This is an optimization exercise on Yosys and OpenROAD, whose aim is small area, a short achievable clock period and few clock cycles per item, not a production implementation.
RTL that was checked went through simulation tests only; none was proved equivalent to the original.
Function not checked in run 2: the RTL went through the layout flow alone.

## flow/design.v (module list and top-level ports; edited modules follow where they fit)
// module warp_offset: 1404 lines
module warp_offset (
    input  wire         clk,
    input  wire         rst,
    input  wire         in_valid,
    output wire         in_ready,
    input  wire [14:0]  in_x,
    input  wire [23:0]  in_row,
    input  wire [23:0]  in_rows,
    input  wire [7:0]   in_pitch,
    input  wire [7:0]   in_beam_slow,
    input  wire [7:0]   in_facet_slow,
    input  wire [7:0]   in_slip,
    input  wire [7:0]   in_scr_w_m1,
    input  wire [7:0]   in_scr_h_m1,
    input  wire [7:0]   in_scr_x0,
    input  wire [7:0]   in_scr_y0,
    output wire [7:0]   node_addr_a,
    output wire [7:0]   node_addr_b,
    input  wire [15:0]  node_data_a,
    input  wire [15:0]  node_data_b,
    output wire [24:0]  src_row_a,
    output wire [24:0]  src_row_b,
    output wire [14:0]  src_col,
    input  wire [7:0]   src_data_a,
    input  wire [7:0]   src_data_b,
    output wire [15:0]  scr_cell,
    input  wire [119:0] scr_data,
    output wire         out_valid,
    input  wire         out_ready,
    output wire [15:0]  out_offset,
    output wire         out_clamp,
    output wire [24:0]  out_ra,
    output wire [4:0]   out_w,
    output wire [24:0]  out_rn,
    output wire [7:0]   out_c,
    output wire [3:0]   out_level
);
  // ...
==> flow/flow/run.sh <==
#!/bin/bash
# The standard layout, with ORFS's timing repair aimed at a tighter
# setup target than the clock period (the SDC itself is unchanged).
# Gate cloning is off so that no register is duplicated.
set -euo pipefail
bash standard.sh SETUP_SLACK_MARGIN=9.4 SKIP_GATE_CLONING=1 finish > standard_make.log 2>&1
==> flow/standard.sh <==
#!/bin/bash
# synth_recipe.tcl (not shown) runs the flow's synth.tcl, then flattens the netlist and writes it again
# the make line also repeats each setting of config.mk as NAME=value (left out here)
make -C /OpenROAD-flow-scripts/flow DESIGN_CONFIG=/design/flow/config.mk WORK_HOME=/design/flow/orfs CLKGATE_MAP_FILE= SYNTH_SCRIPT=/design/flow/synth_recipe.tcl "${@:-finish}"
==> flow/config.mk <==
export PLATFORM = sky130hd
export DESIGN_NAME = warp_offset
export DESIGN_NICKNAME = warp_offset
export VERILOG_FILES = /design/flow/design.v
export SDC_FILE = /design/flow/constraint.sdc
export NUM_CORES = 4
export LEC_CHECK = 0
export CAP_MARGIN = 20
export CORE_MARGIN = 2
export CORE_UTILIZATION = 55
export PLACE_DENSITY = 0.7
export SLEW_MARGIN = 20
==> flow/constraint.sdc <==
create_clock -name core_clock -period 14.0 [get_ports {clk}]
set_input_delay 2.8000 -clock core_clock [delete_from_list [all_inputs] [get_ports {clk}]]
set_output_delay 2.8000 -clock core_clock [all_outputs]
set_load 0.01 [all_outputs]
==> results.yml, run 1 <==
global_route:
  globalRouteMet1Util_pct: 25.73
  grt_overflow_total: 0
  grt_use_met2_pct: 32.15
  met3_global_route_usage_pct: 3.052
  most_used_routing_layer: "met2"
detailed_routing:
  route.detailed.vias_per_inst: 5.280
  antenna_violating_nets_left: 0
  route.met2.wl_microns: 105900
  vias: 63950
placed_design:
  place.detailed.instances: 11250
  globalplace.congestion: 0.8529
  detailedPlace.worstSlack_ns: 7.565
synthesis:
  postSynth.topFlopCell: "sky130_fd_sc_hd__edfxtp_1"
  sequential_cell_area_fraction_in_the_yosys_report_pct: 64.65
  synth_simple_gate_area_share_pct: 4.783
  synth_seq_cells: 2576
  synth_top_area_share_pct: 63.97
  synth_enable_flop_cells: 2536
  syn_inst: 7979
critical_path:
  worst_setup_path_end_kind: "flop"
  slowest_delay_ns: 0.54
  cp.buffers_inverters: 2
  critical_path.top_delay_family: "adder cells"
finish:
  layout.core_utilization_pct: 65.97
  buffers_excl_clock: 894
  mostFrequentLayoutCells: "sky130_fd_sc_hd__edfxtp_1, sky130_fd_sc_hd__inv_1, sky130_fd_sc_hd__ha_1, sky130_fd_sc_hd__xnor2_1, sky130_fd_sc_hd__buf_4"
  layout.non_clock_inverters: 987
  multi_input_gate_share_of_total_cell_area_pct: 28.43
  regArea_sq_um: 76960
  postLayoutCellArea_sq_um: 141700
  finalNetCount: 10430
timing:
  worst_slack_ns: 8.711
clock_network:
  cts.htree.levels: 5
run_status:
  run_status: "finished clean"
min_path:
  min_delay_path_depth: 0
  hold_path_end: "x_q13[11]"
floorplanning:
  rows: 170
Testbench counts, summed over its fixed seeds: cycles 1,776, items 1,600.
==> run 2: changes to the inputs <==
--- a/flow/design.v
+++ b/flow/design.v
@@ -165,16 +165,26 @@
     reg  [6:0] pm_q15;
     wire [9:0] s3_w;
     reg  [9:0] s3_q1;
     reg  [9:0] s3_q2;
     reg  [9:0] s3_q3;
     reg  [9:0] s3_q4;
     reg  [9:0] s3_q5;
     reg  [9:0] s3_q6;
+    reg  [9:0] s3_q7;
+    reg  [9:0] s3_q8;
+    reg  [9:0] s3_q9;
+    reg  [9:0] s3_q10;
+    reg  [9:0] s3_q11;
+    reg  [9:0] s3_q12;
+    reg  [9:0] s3_q13;
+    reg  [9:0] s3_q14;
+    reg  [9:0] s3_q15;
+    reg  [9:0] s3_q16;
     wire [7:0] wm1_w;
     reg  [7:0] wm1_q1;
     reg  [7:0] wm1_q2;
     reg  [7:0] wm1_q3;
     reg  [7:0] wm1_q4;
     reg  [7:0] wm1_q5;
     reg  [7:0] wm1_q6;
     reg  [7:0] wm1_q7;
@@ -283,59 +293,34 @@
     wire [0:0] kd_q6_w;
     reg  [0:0] kd_q6_q4;
     wire [6:0] kd_r6_w;
     reg  [6:0] kd_r6_q4;
     wire [8:0] kd_t7_w;
     wire [0:0] kd_q7_w;
     wire [6:0] kd_r7_w;
     wire [7:0] k_w;
+    reg  [7:0] k_q5;
     wire [0:0] sat_w;
+    reg  [0:0] sat_q5;
     wire [6:0] fr_w;
     reg  [6:0] fr_q5;
     reg  [6:0] fr_q6;
     reg  [6:0] fr_q7;
-    wire [7:0] nada_w;
-    reg  [7:0] nada_q5;
-    reg  [7:0] nada_q6;
-    wire [7:0] nadb_w;
-    reg  [7:0] nadb_q5;
-    reg  [7:0] nadb_q6;
-    wire [7:0] a1_w;
-    reg  [7:0] a1_q6;
+    wire [7:0] pf_w;
+    reg  [7:0] pf_q6;
+    reg  [7:0] pf_q7;
+    wire [15:0] na_d_w;
     wire [15:0] na_w;
+    reg  [15:0] na_q7;
+    wire [15:0] nb_d_w;
     wire [15:0] nb_w;
-    wire [16:0] d_w;
-    wire [0:0] s_w;
-    reg  [0:0] s_q7;
-    reg  [0:0] s_q8;
-    reg  [0:0] s_q9;
-    reg  [0:0] s_q10;
-    reg  [0:0] s_q11;
-    reg  [0:0] s_q12;
-    reg  [0:0] s_q13;
-    reg  [0:0] s_q14;
-    reg  [0:0] s_q15;
-    reg  [0:0] s_q16;
-    wire [15:0] du_w;
-    reg  [15:0] du_q7;
-    wire [16:0] nap_w;
-    reg  [16:0] nap_q7;
-    reg  [16:0] nap_q8;
-    reg  [16:0] nap_q9;
-    reg  [16:0] nap_q10;
-    reg  [16:0] nap_q11;
-    reg  [16:0] nap_q12;
-    reg  [16:0] nap_q13;
-    reg  [16:0] nap_q14;
-    reg  [16:0] nap_q15;
-    reg  [16:0] nap_q16;
+    reg  [15:0] nb_q7;
     wire [6:0] hh_w;
-    wire [7:0] add_w;
-    reg  [7:0] add_q7;
+    reg  [6:0] hh_q7;
     wire [22:0] v_w;
     reg  [22:0] v_q8;
     wire [6:0] vr0_w;
     wire [0:0] vb15_w;
     wire [0:0] vb14_w;
     wire [0:0] vb13_w;
     reg  [0:0] vb13_q9;
     wire [0:0] vb12_w;
@@ -733,16 +718,18 @@
     reg  [7:0] c_q22;
     wire [14:0] cmpv_d_w;
     wire [14:0] cmpv_w;
     reg  [14:0] cmpv_q21;
     wire [3:0] lvl_w;
     reg  [3:0] lvl_q22;
     wire [24:0] rn_w;
     reg  [24:0] rn_q22;
+    reg  [15:0] na_h;
+    reg  [15:0] nb_h;
     reg  [7:0] sda_h;
     reg  [7:0] sdb_h;
     reg  [14:0] cmpv_h;
     assign x_w = in_x;
     assign r_w = in_row;
     assign pm_w = (in_pitch < 8'd16) ? 7'd15 : (in_pitch > 8'd128) ? 7'd127 : 7'(in_pitch - 8'd1);
     assign s3_w = {{2{in_beam_slow[7]}}, in_beam_slow} + {{2{in_facet_slow[7]}}, in_facet_slow} + {{2{in_slip[7]}}, in_slip};
     assign wm1_w = in_scr_w_m1;
@@ -775,28 +762,23 @@
     assign kd_q6_w = ~kd_t6_w[8];
     assign kd_r6_w = kd_q6_w ? kd_t6_w[6:0] : 7'({kd_r5_w, x_q3[1]});
     assign kd_t7_w = {1'b0, 8'({kd_r6_q4, x_q4[0]})} + {2'b11, ~pm_q4};
     assign kd_q7_w = ~kd_t7_w[8];
     assign kd_r7_w = kd_q7_w ? kd_t7_w[6:0] : 7'({kd_r6_q4, x_q4[0]});
     assign k_w = {kd_q0_q4, kd_q1_q4, kd_q2_q4, kd_q3_q4, kd_q4_q4, kd_q5_q4, kd_q6_q4, kd_q7_w};
     assign sat_w = sathi_q4 | (k_w == 8'hFF);
     assign fr_w = sat_w ? 7'd0 : kd_r7_w;
-    assign nada_w = sat_w ? 8'hFF : k_w;
-    assign nadb_w = k_w + 8'd1;
-    assign a1_w = {1'b0, fr_q5} + {2'b0, pm_q5[6:1]};
-    assign na_w = node_data_a;
-    assign nb_w = node_data_b;
-    assign d_w = {nb_w[15], nb_w} - {na_w[15], na_w};
-    assign s_w = d_w[16];
-    assign du_w = d_w[15:0] ^ {16{s_w}};
-    assign nap_w = {na_w[15], na_w} + {{7{s3_q6[9]}}, s3_q6};
+    assign pf_w = {1'b0, pm_q5} + 8'd1 - {1'b0, fr_q5};
+    assign na_d_w = node_data_a;
+    assign na_w = hv ? na_h : na_d_w;
+    assign nb_d_w = node_data_b;
+    assign nb_w = hv ? nb_h : nb_d_w;
     assign hh_w = {1'b0, pm_q6[6:1]} + {6'd0, pm_q6[0]};
-    assign add_w = s_w ? a1_q6 : {1'b0, hh_w};
-    assign v_w = {7'd0, du_q7} * {16'd0, fr_q7} + {15'd0, add_q7};
+    assign v_w = {7'd0, na_q7 ^ 16'h8000} * {15'd0, pf_q7} + {7'd0, nb_q7 ^ 16'h8000} * {16'd0, fr_q7} + {16'd0, hh_q7};
     assign vr0_w = v_q8[22:16];
     assign vb15_w = v_q8[15];
     assign vb14_w = v_q8[14];
     assign vb13_w = v_q8[13];
     assign vb12_w = v_q8[12];
     assign vb11_w = v_q8[11];
     assign vb10_w = v_q8[10];
     assign vb9_w = v_q8[9];
@@ -853,17 +835,17 @@
     assign qd_r13_w = qd_q13_w ? qd_t13_w[6:0] : 7'({qd_r12_w, vb2_q14});
     assign qd_t14_w = {1'b0, 8'({qd_r13_q15, vb1_q15})} + {2'b11, ~pm_q15};
     assign qd_q14_w = ~qd_t14_w[8];
     assign qd_r14_w = qd_q14_w ? qd_t14_w[6:0] : 7'({qd_r13_q15, vb1_q15});
     assign qd_t15_w = {1'b0, 8'({qd_r14_w, vb0_q15})} + {2'b11, ~pm_q15};
     assign qd_q15_w = ~qd_t15_w[8];
     assign qd_r15_w = qd_q15_w ? qd_t15_w[6:0] : 7'({qd_r14_w, vb0_q15});
     assign qm_w = {qd_q0_q15, qd_q1_q15, qd_q2_q15, qd_q3_q15, qd_q4_q15, qd_q5_q15, qd_q6_q15, qd_q7_q15, qd_q8_q15, qd_q9_q15, qd_q10_q15, qd_q11_q15, qd_q12_q15, qd_q13_q15, qd_q14_w, qd_q15_w};
-    assign sum_w = nap_q16 + {s_q16, qm_q16 ^ {16{s_q16}}} + {16'd0, s_q16};
+    assign sum_w = {qm_q16[15] ^ 1'b1, qm_q16[15] ^ 1'b1, qm_q16[14:0]} + {{7{s3_q16[9]}}, s3_q16};
     assign chi_w = ~sum_w[16] & (sum_w[15:11] != 5'd0);
     assign clo_w = sum_w[16] & (sum_w[15:11] != 5'h1F);
     assign o_w = chi_w ? 12'h7FF : clo_w ? 12'h800 : sum_w[11:0];
     assign clamp_w = chi_w | clo_w;
     assign ra26_w = {2'b0, r_q17} + {{19{o_q17[11]}}, o_q17[11:5]};
     assign ra_w = ra26_w[24:0];
     assign ina_w = ~ra26_w[25] & ($signed(dr_q17) > $signed(o_q17[11:5]));
     assign inb_w = (~ra26_w[25] | (&ra26_w)) & ($signed({dr_q17[7], dr_q17}) > $signed({{2{o_q17[11]}}, o_q17[11:5]}) + 9'sd1);
@@ -1068,16 +1050,26 @@
             pm_q14 <= pm_q13;
             pm_q15 <= pm_q14;
             s3_q1 <= s3_w;
             s3_q2 <= s3_q1;
             s3_q3 <= s3_q2;
             s3_q4 <= s3_q3;
             s3_q5 <= s3_q4;
             s3_q6 <= s3_q5;
+            s3_q7 <= s3_q6;
+            s3_q8 <= s3_q7;
+            s3_q9 <= s3_q8;
+            s3_q10 <= s3_q9;
+            s3_q11 <= s3_q10;
+            s3_q12 <= s3_q11;
+            s3_q13 <= s3_q12;
+            s3_q14 <= s3_q13;
+            s3_q15 <= s3_q14;
+            s3_q16 <= s3_q15;
             wm1_q1 <= wm1_w;
             wm1_q2 <= wm1_q1;
             wm1_q3 <= wm1_q2;
             wm1_q4 <= wm1_q3;
             wm1_q5 <= wm1_q4;
             wm1_q6 <= wm1_q5;
             wm1_q7 <= wm1_q6;
             wm1_q8 <= wm1_q7;
@@ -1153,46 +1145,26 @@
             kd_q3_q3 <= kd_q3_w;
             kd_q3_q4 <= kd_q3_q3;
             kd_q4_q3 <= kd_q4_w;
             kd_q4_q4 <= kd_q4_q3;
             kd_r4_q3 <= kd_r4_w;
             kd_q5_q4 <= kd_q5_w;
             kd_q6_q4 <= kd_q6_w;
             kd_r6_q4 <= kd_r6_w;
+            k_q5 <= k_w;
+            sat_q5 <= sat_w;
             fr_q5 <= fr_w;
             fr_q6 <= fr_q5;
             fr_q7 <= fr_q6;
-            nada_q5 <= nada_w;
-            nada_q6 <= nada_q5;
-            nadb_q5 <= nadb_w;
-            nadb_q6 <= nadb_q5;
-            a1_q6 <= a1_w;
-            s_q7 <= s_w;
-            s_q8 <= s_q7;
-            s_q9 <= s_q8;
-            s_q10 <= s_q9;
-            s_q11 <= s_q10;
-            s_q12 <= s_q11;
-            s_q13 <= s_q12;
-            s_q14 <= s_q13;
-            s_q15 <= s_q14;
-            s_q16 <= s_q15;
-            du_q7 <= du_w;
-            nap_q7 <= nap_w;
-            nap_q8 <= nap_q7;
-            nap_q9 <= nap_q8;
-            nap_q10 <= nap_q9;
-            nap_q11 <= nap_q10;
-            nap_q12 <= nap_q11;
-            nap_q13 <= nap_q12;
-            nap_q14 <= nap_q13;
-            nap_q15 <= nap_q14;
-            nap_q16 <= nap_q15;
-            add_q7 <= add_w;
+            pf_q6 <= pf_w;
+            pf_q7 <= pf_q6;
+            na_q7 <= na_w;
+            nb_q7 <= nb_w;
+            hh_q7 <= hh_w;
             v_q8 <= v_w;
             vb13_q9 <= vb13_w;
             vb12_q9 <= vb12_w;
             vb11_q9 <= vb11_w;
             vb11_q10 <= vb11_q9;
             vb10_q9 <= vb10_w;
             vb10_q10 <= vb10_q9;
             vb9_q9 <= vb9_w;
@@ -1378,23 +1350,25 @@
             o_q22 <= sv ? o_s : o_q21;
             clamp_q22 <= sv ? clamp_s : clamp_q21;
             ra_q22 <= sv ? ra_s : ra_q21;
             c_q22 <= sv ? c_s : c_q21;
             lvl_q22 <= sv ? lvl_s : lvl_w;
             rn_q22 <= sv ? rn_s : rn_w;
         end
         if (!adv && !hv) begin
+            na_h <= na_d_w;
+            nb_h <= nb_d_w;
             sda_h <= sda_d_w;
             sdb_h <= sdb_d_w;
             cmpv_h <= cmpv_d_w;
         end
     end
-    assign node_addr_a = sv ? nada_q6 : nada_q5;
-    assign node_addr_b = sv ? nadb_q6 : nadb_q5;
+    assign node_addr_a = sat_q5 ? 8'hFF : k_q5;
+    assign node_addr_b = k_q5 + 8'd1;
     assign src_row_a = ra_q18;
     assign src_row_b = ra1_q18;
     assign src_col = x_q18;
     assign scr_cell = cell_q19;
     assign out_offset = {{4{o_q22[11]}}, o_q22};
     assign out_clamp = clamp_q22;
     assign out_w = o_q22[4:0];
     assign out_ra = ra_q22;
==> run 2 against run 1 <==
Still clean; non-clock buffer count shrank 85; register-to-register slack got worse by 0.62 ns; routed wire length grew 3.9%; global-route usage rose by 0.73 points; final cell count is 1.8% higher.
==> results.yml, run 2 <==
timing:
  relSlewSlack_pct: 24.78
  achievable-frequency_mhz: 169.1
  final_hold_viol_count: 0
  slew_viol_final: 0
  grt_setup_unrepaired: "yes"
  final.min_clock_period_ns: 5.913
  finalSetupTns_ns: 0
  final.period_utilization_pct: 42.24
  setup_viol: 0
  tightestPinTransition_ns: 1.128
  finClkSkew_ns: 0.07169
finish:
  multiInputGateArea_sq_um: 42370
  mostFrequentLayoutCells: "sky130_fd_sc_hd__edfxtp_1, sky130_fd_sc_hd__inv_1, sky130_fd_sc_hd__ha_1, sky130_fd_sc_hd__mux2_2, sky130_fd_sc_hd__fa_1"
  area_delta_synth_final_pct: 17.63
  regArea_sq_um: 75680
  layout-drive-gt1-share_pct: 16.26
  final_common_cell: "sky130_fd_sc_hd__edfxtp_1"
  finalNetCount: 10720
  fillers: 15780
  stdcell_count: 12330
clock_network:
  cts.htree.levels: 5
  cts_max_path_buffers: 4
  clock_insertion_delay_worst_skew_ns: 0.94
  cts_hold_buf: 0
  cts_tree: "yes"
  clk_transition_reported_paths_ns: 0.06
  cts_root_buf: "sky130_fd_sc_hd__clkbuf_16"
  numCtsBuffers: 281
  number_of_sinks_driven_by_the_clock_tree: 2528
synthesis:
  post_synth_main_area_contributors: "sky130_fd_sc_hd__edfxtp_1, sky130_fd_sc_hd__ha_1, sky130_fd_sc_hd__fa_1"
  async_reset_ff_share_pct: 0
  synth_seq_cells: 2528
  synthesis.nets: 9735
  sequential_cell_area_fraction_in_the_yosys_report_pct: 62.66
  postSynth.topFlopCell: "sky130_fd_sc_hd__edfxtp_1"
  synth_enable_flop_cells: 2504
  synth_cell_types: 81
  ys_top_cells_by_count: "sky130_fd_sc_hd__edfxtp_1, sky130_fd_sc_hd__inv_1, sky130_fd_sc_hd__ha_1, sky130_fd_sc_hd__mux2_2, sky130_fd_sc_hd__a21oi_1"
  synth_top_area_share_pct: 62.26
  synth.most_common_cell: "sky130_fd_sc_hd__edfxtp_1"
  synthDominantAreaCellType: "sky130_fd_sc_hd__edfxtp_1"
  syn_inst: 8261
  synth_area_per_inst_sq_um: 14.62
  yosys_warnings: 1
  mappedNetlistArea_sq_um: 120800
min_path:
  timing.hold.worst.start: "ra_q20[1]"
  min_delay_path_depth: 0
  hold_path_end: "ra_q21[1]"
  hold_class: "reg -> reg"
detailed_routing:
  route.detailed.vias_per_inst: 5.327
  vias: 65660
  drt_first_pass_iters: 5
  detail_route.wirelength_microns: 224800
  number_of_drc_violations_after_detailed_routing: 0
  starting_drt_drc_count: 3796
  routed_length_per_placed_instance_microns: 18.24
  antenna_violating_nets_left: 0
critical_path:
  cp.required_ns: 14.64
  slowest_stage: "sky130_fd_sc_hd__edfxtp_1"
  cp.buffers_inverters: 7
  startpoint_type: "flop"
  r2r_start: "pf_q7[3]"
  r2r.worst_path.cells: 22
  timing.rr.end: "v_q8[22]"
  crit_fanout: 6
  worst_ep_arrival_time_ns: 6.55
  path_class: "reg -> reg"
  slowest_delay_ns: 0.56
  worst_setup_path_end_kind: "flop"
  r2r_setup_slack_ns: 8.09
  critPathMostFrequentCell: "sky130_fd_sc_hd__fa_1"
  cells_traversed_along_the_worst_timing_path: "buf_6, and2_1, fa_1, inv_2, fa_1, inv_1, fa_1, fa_1, fa_1, inv_1, fa_1, inv_2, ha_4, buf_4, buf_6, and2_4, a22oi_2, a21o_1, a41oi_2, o21a_1, nor2_1, xnor2_1"
  critical_path.top_delay_family: "adder cells"
floorplanning:
  boundaryPins: 482
  die_width_microns: 472.6
  initial_util_pct: 55.12
  placeableCoreArea_sq_um: 219100
  die_area_sq_um: 223300
  fp.dieH_microns: 472.6
  rows: 172
global_route:
  first_pass_grt_wire_length_microns: 356800
  first_global_vias: 67390
  grt_use_total_pct: 20.06
  largest_net_degree_at_the_start_of_global_routing: 202
  number_of_antenna_violations_at_the_first_check_in_global_routing: 22
  grt_overflow_total: 0
placed_design:
  place.detailed.hpwl_microns: 154700
  globalplace.congestion: 0.8556
  place.detailed.instances: 11540
  buffer_ports.inserted: 481
run_status:
  run_status: "finished clean"
run:
  maxCapViolations: 0
-- run 2: cells by family after synthesis --
group,synth area share (%)
xor+xnor,3.068
simple gates,5.124
flops,62.66
compound gates,6.170
fa+ha+maj,14.37
buf+inv,3.853
mux,4.755
-- run 2: worst reg2reg max path, cell delays in order, from the launching register on --
cell and delay [ns]:
sky130_fd_sc_hd__edfxtp_1 0.56, sky130_fd_sc_hd__buf_6 0.20, sky130_fd_sc_hd__and2_1 0.14, sky130_fd_sc_hd__fa_1 0.50, sky130_fd_sc_hd__inv_2 0.05, sky130_fd_sc_hd__fa_1 0.53, sky130_fd_sc_hd__inv_1 0.06, sky130_fd_sc_hd__fa_1 0.47
sky130_fd_sc_hd__fa_1 0.50, sky130_fd_sc_hd__fa_1 0.49, sky130_fd_sc_hd__inv_1 0.05, sky130_fd_sc_hd__fa_1 0.53, sky130_fd_sc_hd__inv_2 0.06, sky130_fd_sc_hd__ha_4 0.23, sky130_fd_sc_hd__buf_4 0.14, sky130_fd_sc_hd__buf_6 0.11
sky130_fd_sc_hd__and2_4 0.14, sky130_fd_sc_hd__a22oi_2 0.17, sky130_fd_sc_hd__a21o_1 0.21, sky130_fd_sc_hd__a41oi_2 0.14, sky130_fd_sc_hd__o21a_1 0.21, sky130_fd_sc_hd__nor2_1 0.12, sky130_fd_sc_hd__xnor2_1 0.07
-- run 2: through the flow --
step	cell area, sq um	setup slack, ns	hold slack, ns	utilization, %
2_1_floorplan	120800	1.754	0.4003	-
3_3_place_gp	129200	7.460	0.4001	58.96
3_5_place_dp	129200	7.392	0.4045	58.96
4_1_cts	140300	8.072	0.3589	64.06
5_1_grt	142000	7.832	0.3704	64.83
6_report	142000	8.087	0.3519	64.84
-- run 2: timing repair --
item	in CTS	in global routing
pin swaps	128	150
setup buffers	179	110
setup endpoints to repair	390	240
gates resized for setup	578	275
-- run 2: worst max path at each step --
stage	start	endpoint	slack, ns	depth (start not counted)
final	pf_q7[3]	v_q8[22]	8.09	22
after global routing	na_q7[3]	v_q8[21]	7.83	19
after CTS	pf_q7[3]	v_q8[21]	8.07	20
after detailed placement	pf_q7[2]	v_q8[21]	7.39	19
after global placement	pf_q7[2]	v_q8[21]	7.46	19
after floorplan	sv	cmpv_h[0]	1.75	4
-- run 2: routing by layer --
metal | GRT usage, % | part of all wire (%) | up-vias | routed length [microns]
met5 | 0 | 0.017 | - | 39
met4 | 7.057 | 3.0 | 6 | 6718
met3 | 3.557 | 4.6 | 410 | 10250
met2 | 34.39 | 50 | 1351 | 112800
met1 | 25.74 | 42 | 32110 | 94960
li1 | - | - | 31790 | -
-- run 2: final cells by class --
cell class / instances / share of cell area, %
tap: 2871 / 2.529
timing repair buffer: 809 / 5.186
clock inverter: 133 / 0.9407
sequential: 2528 / 53.28
inverter: 1119 / 2.968
multi-input combinational: 4506 / 29.83
clock buffer: 344 / 5.242
antenna: 15 / 0.02642

port drivers added, routing unchanged:
Ports are ideal in the flow. The routed layouts listed here were re-timed in OpenROAD. Step 1 sets driving cells, clkbuf_16 on the clock port and buf_2 on the other inputs (assumed; they add their load-dependent delay and slew). Step 2 adds t to the input delays and takes it off the output delays; t is the mean of the earliest and latest rising clock arrival at the registers after step 1. Input paths then give back, and output paths get back, about the clock's delay inside the block. Three values: no drivers, after step 1, after step 2; two values: the first two.
| run | t, ns | setup slack, ns | clock arrival spread, ns |
|---|---|---|---|
| run 1 | 0.979 | 8.711 / 8.711 / 8.402 | 0.068 / 0.068 |
| run 2 | 0.994 | 8.087 / 8.087 / 8.087 | 0.083 / 0.083 |
After both steps setup and hold are still met in every run listed. For run 1, which loses most, drivers alone change the setup slack by 0.000 ns; drivers and shift together by -0.309 ns.
